This is an optimization exercise on Yosys and OpenROAD, whose aim is small area, a short achievable clock period and few clock cycles, not a production implementation. Where RTL was checked, it was by simulation tests only, not by an equivalence proof against the original. Power and IR-drop figures of this design are not reliable: the tool's default activity estimate is inflated in some of its runs.

==> run a <==
==> flow/design.v (excerpt) <==
module fh_tdiv (
    input  wire               clk,
    input  wire               rst,
    input  wire               start,
    input  wire signed [19:0] e,
    input  wire signed [31:0] f,
    input  wire               e_sat,
    input  wire               f_sat,
    input  wire [39:0]        per,
    input  wire [2:0]         sh3,
    input  wire [3:0]         sh4,
    input  wire [1:0]         dec_phase,
    input  wire signed [16:0] tgt,
    input  wire signed [15:0] toff,
    input  wire [19:0]        tmin,
    output reg                ready,
    output reg                done,
    output reg  signed [15:0] t,
    output reg                lowq
);
    reg        s_mul, s_div, s_fin;
    reg [2:0]  cnt;
    wire       last = (cnt == 3'd4);
    reg [39:0]  x;        
    reg [39:0]  acc;      
    reg [39:0]  p_r;      
    reg [18:0]  e_r;      
    reg [20:0]  e3_r;     
    reg [1:0]   ph_r;     
    reg [16:0]  tgt_r;
    reg [15:0]  toff_r;
    reg [19:0]  off_r;    
    reg [1:0]   m_r;
    reg         neg;
    reg         nodiv;
    reg         ovf_hi;   
    reg         ovf_r;    
    wire [6:0]  v     = 7'd62 + {4'd0, sh3} - {3'd0, sh4};    
    wire [2:0]  b     = 3'd7 - v[2:0];
    wire        f_neg = f[31];
    wire [30:0] f_mag = f[30:0] ^ {31{f_neg}};                
    wire [37:0] x_sh  = ({7'd0, f_mag} << b) | ({38{f_neg}} & ~({38{1'b1}} << b));
    wire        no_d  = e[19] | e_sat | f_sat;
    wire [7:0]  digit = x[7:0];
    wire [47:0] msum = {8'd0, acc}
                     + (digit[0] ? {8'd0, p_r}       : 48'd0)
  ...
export LEC_CHECK = 0
export CAP_MARGIN = 20
export CORE_MARGIN = 2
export CORE_UTILIZATION = 40
export SLEW_MARGIN = 20
create_clock -name core_clock -period 22.0 [get_ports {clk}]
standard.sh (not shown) runs the stock make flow with config.mk's settings and CLKGATE_MAP_FILE= SYNTH_SCRIPT=/design/flow/synth_recipe.tcl, a recipe that flattens the netlist after the stock synthesis.
==> flow/flow/run.sh <==
#!/bin/bash
# The standard layout, with repair_timing asked for setup slack of at least
# 16 ns against the design's clock (same SDC), so that it sizes and buffers
# the critical paths instead of stopping at the 22 ns constraint.
set -euo pipefail
bash standard.sh SETUP_SLACK_MARGIN=16 finish > standard_flow.log 2>&1
==> inputs of run b, as changes to run a <==
--- a/flow/design.v
+++ b/flow/design.v
@@ -20,11 +20,11 @@
 );
     reg        s_mul, s_div, s_fin;
     reg [2:0]  cnt;
     wire       last = (cnt == 3'd4);
     reg [39:0]  x;        
-    reg [39:0]  acc;      
+    reg [41:0]  acc;      
     reg [39:0]  p_r;      
     reg [18:0]  e_r;      
     reg [20:0]  e3_r;     
     reg [1:0]   ph_r;     
     reg [16:0]  tgt_r;
@@ -39,20 +39,27 @@
     wire [2:0]  b     = 3'd7 - v[2:0];
     wire        f_neg = f[31];
     wire [30:0] f_mag = f[30:0] ^ {31{f_neg}};                
     wire [37:0] x_sh  = ({7'd0, f_mag} << b) | ({38{f_neg}} & ~({38{1'b1}} << b));
     wire        no_d  = e[19] | e_sat | f_sat;
-    wire [7:0]  digit = x[7:0];
-    wire [47:0] msum = {8'd0, acc}
-                     + (digit[0] ? {8'd0, p_r}       : 48'd0)
-                     + (digit[1] ? {7'd0, p_r, 1'b0} : 48'd0)
-                     + (digit[2] ? {6'd0, p_r, 2'b0} : 48'd0)
-                     + (digit[3] ? {5'd0, p_r, 3'b0} : 48'd0)
-                     + (digit[4] ? {4'd0, p_r, 4'b0} : 48'd0)
-                     + (digit[5] ? {3'd0, p_r, 5'b0} : 48'd0)
-                     + (digit[6] ? {2'd0, p_r, 6'b0} : 48'd0)
-                     + (digit[7] ? {1'd0, p_r, 7'b0} : 48'd0);
+    reg         xl;       
+    wire [8:0]  dg = {x[7:0], xl};
+    reg  [40:0] r [0:3];
+    reg  [3:0]  ng;
+    integer     i;
+    always @(*) begin
+        for (i = 0; i < 4; i = i + 1) begin
+            ng[i] = dg[2*i+2] & ~(dg[2*i+1] & dg[2*i]);
+            r[i]  = ((dg[2*i+1] ^ dg[2*i]) ? {1'b0, p_r} :
+                     ((dg[2*i+2] ^ dg[2*i+1]) ? {p_r, 1'b0} : 41'd0)) ^ {41{ng[i]}};
+        end
+    end
+    wire [50:0] msum = {10'd0, acc[40:0]} + {9'd0, ~acc[41], 41'd0}
+                     + {10'd0, r[0]} + {8'd0, r[1], 2'd0} + {6'd0, r[2], 4'd0} + {4'd0, r[3], 6'd0}
+                     + {44'd0, ng[3], 1'b0, ng[2], 1'b0, ng[1], 1'b0, ng[0]}
+                     + {3'd0, ~ng[3], 1'b0, ~ng[2], 1'b0, ~ng[1], 1'b0, ~ng[0], 41'd0}
+                     + {10'b1110101010, 41'd0};
     reg  [18:0] r0;
     reg  [19:0] abits;
     reg         hi_nz;
     always @(*) begin
         case (m_r)
@@ -133,22 +140,24 @@
         else              cnt <= cnt + 3'd1;
     end
     always @(posedge clk) begin
         if (ready) begin
             x   <= {2'd0, x_sh};
-            acc <= f_neg ? per : 40'd0;
+            acc <= f_neg ? {2'd0, per} : 42'd0;
+            xl  <= 1'b0;
         end else if (s_mul) begin
             if (last) begin
                 x   <= {abits, msum[7:0], x[39:28]};
-                acc <= {msum[47:27], r0};
+                acc <= {msum[49:27], r0};
             end else begin
                 x   <= {msum[7:0], x[39:8]};
-                acc <= msum[47:8];
+                acc <= msum[49:8];
+                xl  <= x[7];
             end
         end else begin
             x   <= {x[35:0], st1[20:19], st2[20:19]};
-            acc <= {acc[39:19], st2[18:0]};
+            acc <= {acc[41:19], st2[18:0]};
         end
     end
     always @(posedge clk) begin
         if (ready) begin
             p_r    <= per;
==> inputs of run c, as changes to run a <==
==> flow/design.v (replaced) <==
module fh_tdiv (
    input  wire               clk,
    input  wire               rst,
    input  wire               start,
    input  wire signed [19:0] e,
    input  wire signed [31:0] f,
    input  wire               e_sat,
    input  wire               f_sat,
    input  wire [39:0]        per,
    input  wire [2:0]         sh3,
    input  wire [3:0]         sh4,
    input  wire [1:0]         dec_phase,
    input  wire signed [16:0] tgt,
    input  wire signed [15:0] toff,
    input  wire [19:0]        tmin,
    output reg                ready,
    output reg                done,
    output reg  signed [15:0] t,
    output reg                lowq
);
    reg        s_mul, s_div, s_fin;
    reg [2:0]  cnt;
    wire       last_m = (cnt != 3'd0) & (cnt == jl);
    wire       last_d = (cnt == (skip ? 3'd3 : 3'd4));
    reg [39:0]  x;        
    reg [41:0]  acc;      
    reg [39:0]  p_r;      
    reg [18:0]  e_r;      
    reg [20:0]  e3_r;     
    reg [1:0]   ph_r;     
    reg [16:0]  tgt_r;    
    reg [17:0]  toff_r;   
    reg [1:0]   m_r;
    reg [2:0]   jl;       
    reg [2:0]   ts;       
    reg         skip;     
    reg         neg;
    reg         nodiv;
    reg         ovf_hi;   
    reg         ovf_r;    
    wire [6:0]  v     = 7'd62 + {4'd0, sh3} - {3'd0, sh4};    
    wire [2:0]  b     = 3'd7 - v[2:0];
    wire        f_neg = f[31];
    wire [30:0] f_mag = f[30:0] ^ {31{f_neg}};                
    wire [37:0] x_sh  = ({7'd0, f_mag} << b) | ({38{f_neg}} & ~({38{1'b1}} << b));
    wire        no_d  = e[19] | e_sat | f_sat;
    reg         xl;       
    wire [8:0]  dg = {x[7:0], xl};
    reg  [40:0] r [0:3];
    reg  [3:0]  ng;
    integer     i;
    always @(*) begin
        for (i = 0; i < 4; i = i + 1) begin
            ng[i] = dg[2*i+2] & ~(dg[2*i+1] & dg[2*i]);
            r[i]  = ((dg[2*i+1] ^ dg[2*i]) ? {1'b0, p_r} :
                     ((dg[2*i+2] ^ dg[2*i+1]) ? {p_r, 1'b0} : 41'd0)) ^ {41{ng[i]}};
        end
    end
    wire [50:0] msum = {10'd0, acc[40:0]} + {9'd0, ~acc[41], 41'd0}
                     + {10'd0, r[0]} + {8'd0, r[1], 2'd0} + {6'd0, r[2], 4'd0} + {4'd0, r[3], 6'd0}
                     + {44'd0, ng[3], 1'b0, ng[2], 1'b0, ng[1], 1'b0, ng[0]}
                     + {3'd0, ~ng[3], 1'b0, ~ng[2], 1'b0, ~ng[1], 1'b0, ~ng[0], 41'd0}
                     + {10'b1110101010, 41'd0};
    reg  [18:0] r0;
    reg  [19:0] abits;
    reg         hi_nz;
    always @(*) begin
        case (ts)
            3'd0: begin r0 = msum[26:8];  abits = {msum[7:0], x[39:28]};  hi_nz = |msum[50:27]; end
            3'd1: begin r0 = msum[34:16]; abits = {msum[15:0], x[39:36]}; hi_nz = |msum[50:35]; end
            3'd2: begin r0 = msum[42:24]; abits = msum[23:4];             hi_nz = |msum[50:43]; end
            3'd3: begin r0 = msum[50:32]; abits = msum[31:12];            hi_nz = 1'b0; end
            3'd4: begin r0 = {8'd0, msum[50:40]}; abits = msum[39:20];    hi_nz = 1'b0; end
            3'd5: begin r0 = {16'd0, msum[50:48]}; abits = msum[47:28];   hi_nz = 1'b0; end
            default: begin r0 = 19'd0; abits = {5'd0, msum[50:36]};       hi_nz = 1'b0; end
        endcase
    end
    function [5:0] bitlen;
        input [39:0] v;
        integer k;
        begin
            bitlen = 6'd0;
            for (k = 0; k < 40; k = k + 1)
                if (v[k]) bitlen = k + 1;
        end
    endfunction
    wire [5:0]  bl_x  = bitlen(x);
    wire [5:0]  bl_p  = bitlen(p_r);
    wire [5:0]  bl_e  = bitlen({21'd0, e_r});
    wire [2:0]  nb    = bl_x[5:3] + 3'd1;                   
    wire [2:0]  j_m1  = (nb < 3'd2) ? 3'd1 : nb - 3'd1;
    wire        sk    = {1'b0, bl_x} + {1'b0, bl_p} <= {2'd0, bl_e} + 7'd35 + {2'd0, m_r, 3'd0};
    function [20:0] r4step;    
        input [18:0] r;
        input [1:0]  a;
        input [18:0] d;
        input [20:0] d3;
        reg   [21:0] w, d1, d2, dd3;
        begin
            w   = {1'b0, r, a};
            d1  = w - {3'b0, d};
            d2  = w - {2'b0, d, 1'b0};
            dd3 = w - {1'b0, d3};
            if (!dd3[21])     r4step = {2'd3, dd3[18:0]};
            else if (!d2[21]) r4step = {2'd2, d2[18:0]};
            else if (!d1[21]) r4step = {2'd1, d1[18:0]};
            else              r4step = {2'd0, w[18:0]};
        end
    endfunction
    wire [18:0] rem = acc[18:0];
    wire [20:0] st1 = r4step(rem,       x[39:38], e_r, e3_r);
    wire [20:0] st2 = r4step(st1[18:0], x[37:36], e_r, e3_r);
    wire [27:0] lo    = {2'd0, ph_r[0] ? p_r[25:0] : 26'd0} + {1'd0, ph_r[1] ? p_r[24:0] : 25'd0, 1'b0}
                      + 28'h2000000;
    wire [17:0] off   = {4'd0, ph_r[0] ? p_r[39:26] : 14'd0} + {3'd0, ph_r[1] ? p_r[39:25] : 15'd0}
                      + {{2{toff_r[15]}}, toff_r[15:0]} + {{2{tgt_r[16]}}, tgt_r[16:1]}
                      + {17'd0, tgt_r[16] & tgt_r[0]};
    wire        le_min = ({2'b0, e_r} <= e3_r);
    wire        first  = s_mul & (cnt == 3'd0);
    wire        second = s_mul & (cnt == 3'd1);
    wire [17:0] m     = x[18:1];
    wire        ovf   = ~nodiv & (ovf_r | x[19]);
    wire [19:0] mx    = nodiv ? {18'd0, tgt_r[1:0]} : (neg ? ~{2'b00, m} : {2'b00, m});
    wire        cin   = ~nodiv & (neg ^ x[0]);
    wire [19:0] sum   = {{2{toff_r[17]}}, toff_r} + mx + {19'd0, cin};
    wire        s_hi  = ~sum[19] & (|sum[18:15]);
    wire        s_lo  =  sum[19] & ~(&sum[18:15]);
    always @(posedge clk) begin
        if (rst) begin
            ready <= 1'b1;
            s_mul <= 1'b0;
            s_div <= 1'b0;
            s_fin <= 1'b0;
            done  <= 1'b0;
        end else begin
            done <= s_fin;
            if (ready) begin
                if (start) begin
                    ready <= 1'b0;
                    s_mul <= 1'b1;
                end
            end
            if (first & (nodiv | le_min)) begin
                s_mul <= 1'b0;
                s_fin <= 1'b1;
            end
            if (s_mul & last_m) begin
                s_mul <= 1'b0;
                s_div <= 1'b1;
            end
            if (s_div & last_d) begin
                s_div <= 1'b0;
                s_fin <= 1'b1;
            end
            if (s_fin) begin
                s_fin <= 1'b0;
                ready <= 1'b1;
            end
        end
    end
    always @(posedge clk) begin
        if (ready | (s_mul & last_m) | (s_div & last_d)) cnt <= 3'd0;
        else              cnt <= cnt + 3'd1;
    end
    always @(posedge clk) begin
        if (ready) begin
            x   <= {2'd0, x_sh};
            acc <= f_neg ? {2'd0, per} : 42'd0;
            xl  <= 1'b0;
        end else if (s_mul) begin
            if (last_m) begin
                x   <= skip ? {abits[15:0], 24'd0} : {abits, 20'd0};
                acc <= {msum[49:27], skip ? {r0[14:0], abits[19:16]} : r0};
            end else begin
                x   <= {msum[7:0], x[39:8]};
                acc <= msum[49:8];
                xl  <= x[7];
            end
        end else begin
            x   <= {x[35:0], st1[20:19], st2[20:19]};
            acc <= {acc[41:19], st2[18:0]};
        end
    end
    always @(posedge clk) begin
        if (ready) begin
            p_r    <= per;
            e_r    <= e[18:0];
            e3_r   <= {1'b0, tmin};
            ph_r   <= dec_phase;
            tgt_r  <= tgt;
            toff_r <= {{2{toff[15]}}, toff};
            m_r    <= v[4:3] - 2'd1;
            neg    <= f_neg;
            nodiv  <= no_d;
        end
        if (first) begin
            e3_r   <= {2'd0, e_r} + {1'd0, e_r, 1'b0};
            toff_r <= off;
            tgt_r[1:0] <= lo[27:26];
            nodiv  <= nodiv | le_min;
        end
        if (second)
            toff_r <= toff_r + {16'd0, tgt_r[1:0]};
        if (first) begin
            jl   <= j_m1;
            ts   <= 3'd4 + {1'b0, m_r} - j_m1;
            skip <= sk;
        end
        if (s_mul & last_m)
            ovf_hi <= hi_nz;
        if (s_div & (cnt == 3'd0))
            ovf_r <= ovf_hi | (rem >= e_r);
    end
    always @(posedge clk) begin
        if (ovf) begin
            t    <= neg ? -16'sd32768 : 16'sd32767;
            lowq <= 1'b1;
        end else begin
            t    <= s_hi ? 16'sd32767 : s_lo ? -16'sd32768 : sum[15:0];
            lowq <= nodiv | s_hi | s_lo;
        end
    end
endmodule
==> flow/flow/run.sh (replaced) <==
#!/bin/bash
# The standard layout, with repair_timing asked for setup slack of at least
# 16 ns against the design's clock (same SDC), so that it sizes and buffers
# the critical path instead of stopping at the 22 ns constraint.
set -euo pipefail
bash standard.sh SETUP_SLACK_MARGIN=16 finish > standard_flow.log 2>&1
- TNS_END_PERCENT: not set -> 0
==> notes.md <==
Power per Cell Area: run c 954 mW/mm2; run b 916 mW/mm2; run a 438 mW/mm2
Adder-cell share of the synthesized area: run c 22.6%; run b 24.2%; run a 30.2%
Power Internal: run c 16.1 mW; run b 16.4 mW; run a 8.17 mW
Mapped Area: run c 0.0364 mm2; run b 0.0330 mm2; run a 0.0347 mm2
Fraction of synthesized cell area taken by the top area cell type: run c 14.2%; run b 15.2%; run a 17.1%
Reported clock group power: run c 0.593 mW; run b 0.565 mW; run a 0.614 mW
Post-layout utilization of the core: run c 47.8%; run b 52.0%; run a 50.6%
Status: run c no timing/DRC/antenna violations; run b no timing/DRC/antenna violations; run a no timing/DRC/antenna violations
CTS-repair resized insts: run c 254; run b 396; run a 226
# rows: run c 110; run b 105; run a 108
Sw Share: run c 60.9%; run b 57.8%; run a 57.4%
Synthesized Nets: run c 5142; run b 4587; run a 4793
Total sequential power: run c 0.875 mW; run b 0.814 mW; run a 0.812 mW
Pin count of the biggest net entering global routing: run c 75; run b 61; run a 71
Sum of met3 wire segment lengths after detailed routing: run c 15400 um; run b 10500 um; run a 8300 um
Testbench counts of run c, summed over its fixed seeds: cycles 9,880.
Only the layout flow was run in run a and run b; the RTL was not checked for function there.

-- port drivers added, routing unchanged --
The flow's constraints put no driver on any port. The routed layouts listed below were extracted and timed again, unchanged, in two steps. Step 1 (the two cells are an assumption about what drives the block):
set clk [get_ports {clk}]
set_driving_cell -lib_cell sky130_fd_sc_hd__clkbuf_16 $clk
set_driving_cell -lib_cell sky130_fd_sc_hd__buf_2 [delete_from_list [all_inputs] $clk]
Step 2, shift: input delay + t, output delay - t, t = (earliest + latest rising clock arrival at the registers) / 2. This alone moves slack from input paths to output paths. a / b / c = no drivers / after step 1 / after step 2; a / b = the first two.
run	t (ns)	slack for setup (ns)	hold slack, ns
run a	0.647	15.471 / 15.471 / 15.457	0.475 / 0.475 / 0.475
run b	0.634	15.626 / 15.626 / 15.467	0.470 / 0.470 / 0.470
run c	0.642	15.569 / 15.569 / 15.088	0.478 / 0.478 / 0.478
After both steps every run listed still meets setup and hold. The setup slack of run c, which loses most, moves by 0.000 ns with the drivers and by -0.481 ns with both steps.
